Context: an optimization exercise on an open-source flow, tuned for small area, a short achievable clock period and few clock cycles per item. The choices shown serve that exercise and are no tape-out recipe.
Function was checked by simulation only, so behaviour that the tests miss may differ from the original.
Power and IR drop assume default switching activity.

## flow/design.v

```verilog
module lath_ecc (
    input  wire         clk,
    input  wire         rst,           
    input  wire         in_valid,
    output wire         in_ready,
    input  wire [383:0] in_line,
    output reg          out_valid,
    input  wire         out_ready,
    output reg  [255:0] out_data,      
    output wire [7:0]   out_poison,    
    output wire [3:0]   out_corr,      
    output wire [3:0]   out_ue,        
    output wire [3:0]   out_prd,       
    output reg  [2:0]   out_die,       
    output reg          out_retire,    
    output reg          out_dual,      
    output reg          out_ue_alarm,  
    input  wire [15:0]  limit,         
    input  wire         win_clear,
    input  wire         cnt_clear,
    output wire         busy,
    output wire         erasure,
    output reg  [2:0]   retired,
    output wire [23:0]  consec,        
    output reg  [95:0]  win_count,     
    output reg  [95:0]  corr_count,    
    output reg  [15:0]  ue_count,
    output reg  [15:0]  prd_count,
    output reg  [3:0]   ue_run
);
    localparam [15:0] POISON0 = 16'h5A5A;
    localparam [15:0] POISON1 = 16'hA5A5;
    function [15:0] mul_a;
        input [15:0] v;
        begin
            mul_a = {v[14:0], 1'b0} ^ (v[15] ? 16'h100B : 16'h0000);
        end
    endfunction
    localparam [15:0] PE0 = 16'hFFFF;
    localparam [15:0] PE1 = 16'h1111;
    localparam [15:0] PE2 = 16'hDCC6;
    localparam [15:0] PE3 = 16'h5763;
    reg  [2:0] cdie;
    reg  [3:0] ccnt;
    reg  [7:0] ocls;
    assign erasure = (retired != 3'd7);
    wire [5:0] ret1h;    
    assign ret1h[0] = (retired == 3'd0);
    assign ret1h[1] = (retired == 3'd1);
    assign ret1h[2] = (retired == 3'd2);
    assign ret1h[3] = (retired == 3'd3);
    assign ret1h[4] = (retired == 3'd4);
    assign ret1h[5] = (retired == 3'd5);
    wire [5:0]  lraw  [0:3];    
    wire [3:0]  clean;          
    wire [3:0]  pois;           
    wire [15:0] s0b   [0:3];
    genvar b;
    generate
        for (b = 0; b < 4; b = b + 1) begin : g_beat
            wire [15:0] r0 = in_line[96*b +  0 +: 16];
            wire [15:0] r1 = in_line[96*b + 16 +: 16];
            wire [15:0] r2 = in_line[96*b + 32 +: 16];
            wire [15:0] r3 = in_line[96*b + 48 +: 16];
            wire [15:0] r4 = in_line[96*b + 64 +: 16];
            wire [15:0] r5 = in_line[96*b + 80 +: 16];
            wire [15:0] s0 = r0 ^ r1 ^ r2 ^ r3 ^ r4;
            wire [15:0] s1 = r0 ^ mul_a(r1) ^ mul_a(mul_a(r2)) ^
                             mul_a(mul_a(mul_a(r3))) ^ r5;
            wire [15:0] a1s0 = mul_a(s0);
            wire [15:0] a2s0 = mul_a(a1s0);
            wire [15:0] a3s0 = mul_a(a2s0);
            wire [15:0] d0 = s1 ^ s0;
            wire [15:0] d1 = s1 ^ a1s0;
            wire [15:0] d2 = s1 ^ a2s0;
            wire [15:0] d3 = s1 ^ a3s0;
            wire zs0 = (s0 == 16'h0);
            wire zs1 = (s1 == 16'h0);
            wire zd0 = (d0 == 16'h0);
            wire zd1 = (d1 == 16'h0);
            wire zd2 = (d2 == 16'h0);
            wire zd3 = (d3 == 16'h0);
            wire n_clean = zs0 & zs1;
            wire n_pois  = (s0 == POISON0) & (s1 == POISON1);
            wire e_clean = (ret1h[0] & zd0) | (ret1h[1] & zd1) |
                           (ret1h[2] & zd2) | (ret1h[3] & zd3) |
                           (ret1h[4] & zs1) | (ret1h[5] & zs0);
            wire e_pois  = (ret1h[0] & (d0 == PE0)) | (ret1h[1] & (d1 == PE1)) |
                           (ret1h[2] & (d2 == PE2)) | (ret1h[3] & (d3 == PE3)) |
                           (ret1h[4] & (s1 == POISON1)) |
                           (ret1h[5] & (s0 == POISON0));
            assign clean[b] = erasure ? e_clean : n_clean;
            assign pois[b]  = erasure ? e_pois  : n_pois;
            assign lraw[b]  = erasure ? 6'b0 :
                              {zs0 & ~zs1, ~zs0 & zs1, ~zs0 & zd3, ~zs0 & zd2,
                               ~zs0 & zd1, ~zs0 & zd0};
            assign s0b[b]   = s0;
        end
    endgenerate
    wire [5:0] lany = lraw[0] | lraw[1] | lraw[2] | lraw[3];
    reg        two;
    reg  [2:0] ldie;
    integer    i, k;
    always @(*) begin
        two  = 1'b0;
        ldie = 3'd7;
        for (k = 0; k < 6; k = k + 1)
            if (lany[k]) begin
                if (ldie != 3'd7) two = 1'b1;
                ldie = k[2:0];
            end
        if (two) ldie = 3'd7;
    end
    wire [3:0] loc;           
    wire [3:0] ue;            
    generate
        for (b = 0; b < 4; b = b + 1) begin : g_cls
            wire l = |lraw[b];
            assign loc[b] = l & ~two;
            assign ue[b]  = ~clean[b] & ~pois[b] & ~(l & ~two);
        end
    endgenerate
    reg [255:0] n_data;
    always @(*) begin
        for (i = 0; i < 4; i = i + 1)
            for (k = 0; k < 4; k = k + 1) begin
                if ((lraw[i][k] & ~two) | (ret1h[k] & clean[i]))
                    n_data[64*i + 16*k +: 16] = in_line[96*i + 16*k +: 16] ^ s0b[i];
                else if (ret1h[k])
                    n_data[64*i + 16*k +: 16] = 16'h0;
                else
                    n_data[64*i + 16*k +: 16] = in_line[96*i + 16*k +: 16];
            end
    end
    wire [2:0] nloc = {2'b0, loc[0]} + {2'b0, loc[1]} + {2'b0, loc[2]} + {2'b0, loc[3]};
    wire [2:0] nue  = {2'b0, ue[0]}  + {2'b0, ue[1]}  + {2'b0, ue[2]}  + {2'b0, ue[3]};
    wire [2:0] nprd = {2'b0, pois[0]} + {2'b0, pois[1]} + {2'b0, pois[2]} + {2'b0, pois[3]};
    wire [3:0] brk = clean | loc;
    reg [3:0] n_run;
    reg [2:0] m0;             
    reg       seen;
    reg       n_alarm;
    always @(*) begin
        m0 = 3'd0;
        seen = 1'b0;
        n_run = ue_run;
        for (i = 0; i < 4; i = i + 1) begin
            if (brk[i]) begin
                seen = 1'b1;
                n_run = 4'd0;
            end else if (ue[i]) begin
                if (!seen) m0 = m0 + 3'd1;
                if (n_run != 4'd15) n_run = n_run + 4'd1;
            end
        end
        n_alarm = (ue_run < 4'd8) && ({1'b0, ue_run} + {2'b0, m0} >= 5'd8);
    end
    reg [2:0] lafter;
    reg       anyclean;
    always @(*) begin
        lafter = 3'd0;
        anyclean = 1'b0;
        for (i = 0; i < 4; i = i + 1) begin
            if (clean[i]) begin
                anyclean = 1'b1;
                lafter = 3'd0;
            end else if (loc[i]) begin
                lafter = lafter + 3'd1;
            end
        end
    end
    wire [3:0] cbase = (!anyclean && cdie == ldie) ? ccnt : 4'd0;
    wire [4:0] csum  = {1'b0, cbase} + {2'b0, lafter};
    wire [3:0] n_ccnt = erasure ? ccnt :
                        (anyclean || lafter != 3'd0) ?
                            ((csum >= 5'd8) ? 4'd8 : csum[3:0]) : ccnt;
    wire [2:0] n_cdie = (!erasure && lafter != 3'd0) ? ldie : cdie;
    generate
        for (b = 0; b < 6; b = b + 1) begin : g_consec
            assign consec[4*b +: 4] = (cdie == b) ? ccnt : 4'd0;
        end
    endgenerate
    function [15:0] sat_add;
        input [15:0] x;
        input [2:0]  n;
        reg   [16:0] s;
        begin
            s = {1'b0, x} + {14'b0, n};
            sat_add = s[16] ? 16'hFFFF : s[15:0];
        end
    endfunction
    reg  [15:0] n_win  [0:5];
    reg  [15:0] n_corr [0:5];
    reg  [5:0]  meets;
    reg  [2:0]  meet_die;
    reg  [2:0]  nm;
    always @(*) begin
        for (k = 0; k < 6; k = k + 1) begin
            n_win[k]  = sat_add(win_count[16*k +: 16],
                                (ldie == k && !erasure) ? nloc : 3'd0);
            n_corr[k] = sat_add(corr_count[16*k +: 16],
                                (ldie == k && !erasure) ? nloc : 3'd0);
        end
        nm = 3'd0;
        meet_die = 3'd7;
        for (k = 0; k < 6; k = k + 1) begin
            meets[k] = (n_cdie == k && n_ccnt == 4'd8) ||
                       (limit != 16'h0 && n_win[k] >= limit);
            if (meets[k]) begin
                nm = nm + 3'd1;
                meet_die = k[2:0];
            end
        end
    end
    wire n_retire = !erasure && nm == 3'd1;
    wire n_dual   = !erasure && nm > 3'd1;
    wire hold   = out_valid && !out_ready;
    wire accept = in_valid && !hold;
    assign in_ready = !hold;
    assign busy     = out_valid;
    assign out_corr   = ~{ocls[7], ocls[5], ocls[3], ocls[1]} & {ocls[6], ocls[4], ocls[2], ocls[0]};
    assign out_ue     = {ocls[7], ocls[5], ocls[3], ocls[1]} & ~{ocls[6], ocls[4], ocls[2], ocls[0]};
    assign out_prd    = {ocls[7], ocls[5], ocls[3], ocls[1]} & {ocls[6], ocls[4], ocls[2], ocls[0]};
    assign out_poison = {{2{ocls[7]}}, {2{ocls[5]}}, {2{ocls[3]}}, {2{ocls[1]}}};
    wire [7:0] n_ocls;
    generate
        for (b = 0; b < 4; b = b + 1) begin : g_ocls
            assign n_ocls[2*b +: 2] = pois[b] ? 2'b11 : ue[b] ? 2'b10 :
                                      loc[b] ? 2'b01 : 2'b00;
        end
    endgenerate
    always @(posedge clk) begin
        if (!hold) begin
            out_data     <= n_data;
            ocls         <= n_ocls;
            out_die      <= ldie;
            out_retire   <= n_retire;
            out_dual     <= n_dual;
            out_ue_alarm <= n_alarm;
        end
    end
    always @(posedge clk) begin
        if (rst) begin
            out_valid  <= 1'b0;
            retired    <= 3'd7;
            cdie       <= 3'd0;
            ccnt       <= 4'd0;
            win_count  <= 96'h0;
            corr_count <= 96'h0;
            ue_count   <= 16'h0;
            prd_count  <= 16'h0;
            ue_run     <= 4'h0;
        end else begin
            out_valid <= in_valid || hold;
            if (accept) begin
                if (n_retire) retired <= meet_die;
                cdie <= n_cdie;
                ccnt <= n_ccnt;
                for (k = 0; k < 6; k = k + 1) begin
                    win_count[16*k +: 16]  <= n_win[k];
                    corr_count[16*k +: 16] <= n_corr[k];
                end
                ue_count  <= sat_add(ue_count, nue);
                prd_count <= sat_add(prd_count, nprd);
                ue_run    <= n_run;
            end else begin
                if (win_clear)
                    win_count <= 96'h0;
                if (cnt_clear) begin
                    corr_count <= 96'h0;
                    ue_count   <= 16'h0;
                    prd_count  <= 16'h0;
                end
            end
        end
    end
endmodule
```

## flow/run.sh

```bash
#!/bin/bash
# synth_recipe.tcl (not shown) runs the flow's synth.tcl, then flattens the netlist and writes it again
# the make line also repeats each setting of config.mk as NAME=value (left out here)
make -C /OpenROAD-flow-scripts/flow DESIGN_CONFIG=/design/flow/config.mk WORK_HOME=/design/flow/orfs CLKGATE_MAP_FILE= SYNTH_SCRIPT=/design/flow/synth_recipe.tcl finish
```

## flow/config.mk

```make
export PLATFORM = sky130hd
export DESIGN_NAME = lath_ecc
export DESIGN_NICKNAME = lath_ecc
export VERILOG_FILES = /design/flow/design.v
export SDC_FILE = /design/flow/constraint.sdc
export NUM_CORES = 8
export LEC_CHECK = 0
export CAP_MARGIN = 20
export CORE_MARGIN = 2
export CORE_UTILIZATION = 40
export SLEW_MARGIN = 20
```

## flow/constraint.sdc

```tcl
create_clock -name core_clock -period 26.0 [get_ports {clk}]
set_input_delay 5.2000 -clock core_clock [delete_from_list [all_inputs] [get_ports {clk}]]
set_output_delay 5.2000 -clock core_clock [all_outputs]
set_load 0.01 [all_outputs]
```

==> impl_metrics.env <==
export IMPL_critical_path_class="primary input to flop"
export IMPL_ir_drop_mv=0.0514
export IMPL_hold_slack_ns=0.499
export IMPL_ys_async_sr_fraction_pct=0
export IMPL_grt_pass1_vias=40100
export IMPL_holdCritPathClass="flop to flop"
export IMPL_syn_nets=5511
export IMPL_swShare_pct=36.3
export IMPL_yosysMostFrequentCell="xnor2_1"
export IMPL_period_share_pct=70.9
export IMPL_cp_start_kind="primary input"
export IMPL_slew_violations=0
export IMPL_max_slew_margin_rel_pct=23.8
export IMPL_vias=41300
export IMPL_crit_arrival_ns=18.84
export IMPL_yosysSeqAreaShare_pct=28.9
export IMPL_skew_ns=0.0218
export IMPL_path_buf_inv=4
export IMPL_post_cts_buffers=0
export IMPL_combPwrFrac_pct=39.6
export IMPL_gr_usage_all_layers_pct=31.5
export IMPL_synth_edf_count=270
export IMPL_ys_top_cells_by_area="edfxtp_1, dfxtp_1, xnor2_1, xnor3_1, xor2_1"
export IMPL_start_util_pct=40.3
export IMPL_ys_flop_type="edfxtp_1"
export IMPL_drt_iter0_drc=3264
export IMPL_firstDrtPassIters=5
export IMPL_cp_max_fo=13
export IMPL_clk_insertion_delay_late_ns=0.67
export IMPL_ys_ff_latch=509
export IMPL_design_area_sq_um=57700
export IMPL_postLayoutCoreUtil_pct=52.2
export IMPL_num_io_pins=947
export IMPL_grt_max_degree=240
export IMPL_viasPerCell=5.64
export IMPL_cts_root_buf="clkbuf_16"
export IMPL_tns_ns=0
export IMPL_syn_to_final_growth_pct=29.5
export IMPL_gp_congestion=0.947
export IMPL_die_y_microns=338
export IMPL_die_x_microns=338
export IMPL_period_needed_ns=18.43
export IMPL_avgSynthCellArea_sq_um=9.06
export IMPL_crit_slowest_cell="xnor3_1"
export IMPL_cts_made_buffers=69
export IMPL_pre_cts_ws_ns=6.99
export IMPL_yosysUniqueCellTypes=127
export IMPL_worst_setup_path_end_kind="flop"
export IMPL_num_rows=122
export IMPL_grt_antenna_before_repair=27
export IMPL_leakagePower_nw=23.3
export IMPL_core_sq_um=111000
export IMPL_rsz0062_at_grt="false"
export IMPL_status="complete, no violations"
export IMPL_avgRoutedWirePerCell_microns=25.6
export IMPL_drt_total_wl_microns=187000
export IMPL_hpwl_microns=142000
export IMPL_seqPwrFrac_pct=29.6
export IMPL_drive_gt1_share_pct=6.42
export IMPL_grt_pass1_wl_microns=269000
export IMPL_port_buffers=946
export IMPL_fmax_mhz=54.3
export IMPL_power_frac_clock_pct=30.8
export IMPL_clk_path_buf_depth=3
export IMPL_clock_sinks=509
export IMPL_synth_commonest_cells="xnor2_1, o21ai_0, nor2_1, nand2_1, a21oi_1"
export IMPL_power_density_nw_per_um2=52.8
export IMPL_cts_max_level=3
export IMPL_clkTransAtPathRegs_ns=0.05
export IMPL_cts_tree="yes"
export IMPL_p_switching_mw=1.11
export IMPL_finalWorstSetupSlack_ns=7.57
export IMPL_setup_violations=0
export IMPL_ctsResizeCount=0
export IMPL_dieArea_sq_um=114000
export IMPL_cpLargestDelayFamily="compound AO/OA/AOI/OAI gates"
export IMPL_drc=0
export IMPL_placed_area_sq_um=55500
export IMPL_maxCapViolCount=0
export IMPL_postCtsHoldBufs=0
export IMPL_tightest_slew_ns=1.14
export IMPL_yosys_warnings=3
export IMPL_yosysTopAreaCell="edfxtp_1"
export IMPL_fin_nets=6346
export IMPL_required_ns=26.41
export IMPL_synthCells=4923
export IMPL_p_int_mw=1.94
export IMPL_netlist_area_sq_um=44600
export IMPL_max_stage_delay_ns=0.79
export IMPL_final_antenna_net_count=0
export IMPL_grt_ovfl_total=0
export IMPL_yosysTopAreaCellShare_pct=18.2
export IMPL_hold_viol_final=0
[per-stage QoR]
step | cells | power (mW)
after floorplan | 4923 | 1.72
after global placement | 7175 | 2.11
after detailed placement | 7175 | 2.11
after CTS | 7297 | 3.05
after global routing | 7312 | 3.18
final | 7318 | 3.05
[state kept, by name, summed over array words and instances, names as in the netlist]
name,cells
ocls,8
ue_count,16
corr_count,96
ue_run,4
cdie,3
win_count,96
out_ue_alarm,1
out_retire,1
out_dual,1
prd_count,16
out_die,3
out_data,256
ccnt,4
out_valid,1
retired,3
[area by class of cell]
cell class	instances	area, sq um
timing repair buffer	1000	9900
multi-input combinational	4053	30400
tap	1488	1860
clock inverter	23	199
sequential	509	12900
fill	10300	52900
antenna	21	52.6
clock buffer	99	1950
inverter	125	472
[cell usage in the layout, fill, tap and decap left out, types with 24 or more instances in the layout]
master,instances
clkdlybuf4s50_1,944
xnor2_1,454
o21ai_0,428
nor2_1,413
nand2_1,354
a21oi_1,325
edfxtp_1,270
xor2_1,249
dfxtp_1,239
nand3_1,168
ha_1,162
xnor3_1,131
o31ai_1,125
inv_1,116
and3_1,115
nor3b_1,92
a21o_1,89
nor2b_1,85
clkbuf_16,70
nand2b_1,69
nor3_1,68
nand4_1,66
nor4_1,61
and2_1,57
buf_4,52
xnor2_2,42
a31oi_1,38
or3_1,24
xnor2_4,24
or2_2,24
[power groups by stage]
stage	clock, mW	sequential [mW]	combinational, mW
final	0.937	0.902	1.21
after global routing	0.986	0.904	1.29
after CTS	0.958	0.902	1.19
after detailed placement	0	0.919	1.19
after global placement	0	0.918	1.19
after floorplan	0	0.935	0.784
[worst register-to-register path, delay by kind of cell, from the launching register on]
kind / cells / cell delay (ns)
XOR/XNOR: 2 / 0.61
adder cells (fa/ha/maj): 9 / 2.92
buffers and inverters: 4 / 1.08
AND/OR/NAND/NOR: 13 / 3.09
flip-flops: 1 / 0.81
AO/OA/AOI/OAI: 24 / 4.42
[kinds of logic (layout without fill, tap and decap cells)]
| logic type | after synthesis | in the layout | synth area share [%] |
|---|---|---|---|
| other cells | 0 | 21 | 0 |
| mux | 25 | 25 | 0.598 |
| flops | 509 | 509 | 28.9 |
| fa+ha+maj | 183 | 183 | 5.47 |
| simple gates | 1721 | 1721 | 20.4 |
| xor+xnor | 937 | 937 | 25.3 |
| compound gates | 1187 | 1187 | 16.1 |
| buf+inv | 361 | 1247 | 3.23 |
[metal layers]
metal	wire [microns]	part of all wire [%]	track usage [%]
met5	91	0.049	0
met4	7710	4.1	12.7
met3	14700	7.9	7.50
met2	90100	48	53.6
met1	74400	40	38.3
[final timing paths]
path	start	endpoint	slack [ns]	depth (start not counted)
max	in_line[142]	out_retire	7.57	57
min	corr_count[34]	corr_count[34]	0.50	2
max reg2reg	retired[0]	out_retire	12.84	52
min reg2reg	corr_count[34]	corr_count[34]	0.50	2
Testbench counts, summed over its fixed seeds: cycles 24,008, items 24,000.

[static timing again, ports no longer ideal]
No port has a modelled driver above. Below, the same layout with a new extraction and two added sets of constraints.
Step 1, drivers: a clkbuf_16 drives clk and a buf_2 each remaining input, both assumed.
Step 2, shift: input delay + t, output delay - t, t = (earliest + latest rising clock arrival at the registers) / 2. This alone moves slack from input paths to output paths.
Slacks: ideal ports / drivers / drivers and shift; pairs: ideal ports / drivers.
t (ns): 0.720
setup WS [ns]: 7.570 / 7.617 / 6.897
latest minus earliest clock arrival (ns): 0.035 / 0.035
After both steps setup and hold are still met in this run. For this run, drivers alone change the setup slack by +0.047 ns; drivers and shift together by -0.673 ns.
